From an optimization exercise on the open Yosys and OpenROAD flow, aimed at small area; shortcuts taken in it are not production practice.
Function was checked by simulation only, so behaviour that the tests miss may differ from the original.

## ds_frame_rx
module ds_frame_rx (
    input  wire         clk,
    input  wire         rst,         
    input  wire         lock,        
    input  wire         in_valid,    
    input  wire         in_hdr,      
    input  wire [255:0] in_body,     
    output reg          out_valid,
    output reg  [1:0]   out_type,    
    output reg  [255:0] out_body,
    output wire [31:0]  out_fn,
    output wire [1:0]   state,       
    output reg          ev_sync_gained,
    output reg          ev_oof_entered,
    output reg          ev_hdr_bad,
    output reg          ev_hdr_invalid,
    output reg          ev_faw_bad,
    output reg          ev_fn_jump,
    output reg          ev_false_cand,
    output reg          ev_cand_ovf,
    output reg          ev_err_block,
    output reg          ev_bip_err,
    output reg  [4:0]   bip_bits
);
Settings: LEC_CHECK=0, CAP_MARGIN=20, CORE_MARGIN=2, CORE_UTILIZATION=40, PLACE_DENSITY=0.6, SLEW_MARGIN=20; clock period 50.0 ns.
standard.sh (not shown) runs the stock make flow with config.mk's settings and CLKGATE_MAP_FILE= SYNTH_SCRIPT=/design/flow/synth_recipe.tcl, a recipe that flattens the netlist after the stock synthesis.
==> flow/flow/run.sh <==
#!/bin/bash
# Own layout flow: the standard flow (standard.sh) with
#  - synthesis through flow/my_synth.tcl (synth_recipe.tcl with an
#    area-oriented ABC mapping script, flow/area.script);
#  - the port buffers made from the smallest buffer, buf_1.
set -euo pipefail
export MY_WORK_DIR=$PWD
export MY_FLOW_DIR=$PWD/flow
bash standard.sh SYNTH_SCRIPT=$PWD/flow/my_synth.tcl \
  "BUFFER_PORTS_ARGS=-buffer_cell sky130_fd_sc_hd__buf_1" finish > $PWD/flow.log 2>&1
==> flow/flow/area.script <==
&get -n
&st
&dch
&nf -R 1000 -p
&put
==> flow/flow/my_synth.tcl <==
# The standard synthesis (synth_recipe.tcl), with ABC's technology mapping
# run by an area-oriented script that keeps the XOR structure of the RTL,
# and without the 3-input XOR cells. Registers are mapped before ABC runs,
# so they are the standard synthesis's.
proc abc {args} {
  set i [lsearch $args -script]
  if {$i >= 0} { lset args [expr {$i + 1}] [file join $::env(MY_FLOW_DIR) area.script] }
  foreach c {xor3_1 xor3_2 xor3_4 xnor3_1 xnor3_2 xnor3_4} {
    lappend args -dont_use sky130_fd_sc_hd__$c
  }
  puts "abc (own flow): $args"
  yosys abc {*}$args
}
source [file join $::env(MY_WORK_DIR) synth_recipe.tcl]
Rerun with:
--- a/flow/config.mk
+++ b/flow/config.mk
@@ -7,6 +7,7 @@
 export LEC_CHECK = 0
-export CAP_MARGIN = 20
+export CAP_MARGIN = 0
 export CORE_MARGIN = 2
-export CORE_UTILIZATION = 40
-export PLACE_DENSITY = 0.6
-export SLEW_MARGIN = 20
+export CORE_UTILIZATION = 65
+export CTS_BUF_LIST = sky130_fd_sc_hd__clkbuf_4
+export PLACE_DENSITY = 0.8
+export SLEW_MARGIN = 0
After rerunning:
- Now the flow finished but fails on max-capacitance violations, max-slew violations
- global-route usage came out higher by 18 points
- via count came out higher by a few percent
- sequential share of layout area came out higher by 0.72 points
- critical path depth is unchanged
Rerun with:
--- a/flow/config.mk
+++ b/flow/config.mk
@@ -7,7 +7,6 @@
 export LEC_CHECK = 0
-export CAP_MARGIN = 0
+export CAP_MARGIN = 20
 export CORE_MARGIN = 2
 export CORE_UTILIZATION = 65
-export CTS_BUF_LIST = sky130_fd_sc_hd__clkbuf_4
 export PLACE_DENSITY = 0.8
-export SLEW_MARGIN = 0
+export SLEW_MARGIN = 20
=> With this change the flow ran to the end with no violations. Wire length rises slightly. Synthesized cell count does not change. Sequential share of layout area shrinks by 0.13 points. Global-route usage falls by 0.26 points. Hold slack gets better by 7.1 ps. Die area is unchanged. Synthesized area stays the same.
Rerun with:
--- a/flow/config.mk
+++ b/flow/config.mk
@@ -7,6 +7,8 @@
 export LEC_CHECK = 0
-export CAP_MARGIN = 20
+export CAP_MARGIN = 0
 export CORE_MARGIN = 2
 export CORE_UTILIZATION = 65
+export CTS_BUF_LIST = sky130_fd_sc_hd__clkbuf_8
+export GPL_TIMING_DRIVEN = 0
 export PLACE_DENSITY = 0.8
-export SLEW_MARGIN = 20
+export SLEW_MARGIN = 0
With this change the flow completed and failed the layout checks on max-capacitance violations, max-slew violations; clock-buffer cell count goes up by 37; via count goes down by 1.6%; register-to-register slack gets better by 70 ps; wire length goes down by 2.0%; area after synthesis is unchanged; clock skew barely changes; synthesized cell count stays the same; flip-flop and latch count stays the same; utilization goes down by 0.72 points.

==> port drivers added, routing unchanged <==
The flow's constraints put no driver on any port. The routed layouts listed below were extracted and timed again, unchanged, in two steps. Step 1 sets driving cells, clkbuf_16 on the clock port and buf_2 on the other inputs (assumed; they add their load-dependent delay and slew). Step 2 moves the port delays by t, midway between the first and last clock arrival at a register: inputs arrive t later, outputs are due t later. That takes back most of the time a late clock gives input paths. Three values: ideal ports, drivers, drivers and shift; two values: the first two.
| run | t, ns | slack for setup (ns) | pins driven straight from the clock port |
|---|---|---|---|
| the first run | 0.722 | 14.315 / 14.348 / 13.626 | 1 |
| the second run | 1.099 | 14.806 / 14.838 / 13.739 | 1 |
| the third run | 0.712 | 14.436 / 14.470 / 13.758 | 1 |
| the fourth run | 0.810 | 12.601 / 12.637 / 11.827 | 1 |
For the second run, which loses most, drivers alone change the setup slack by +0.032 ns; drivers and shift together by -1.067 ns.
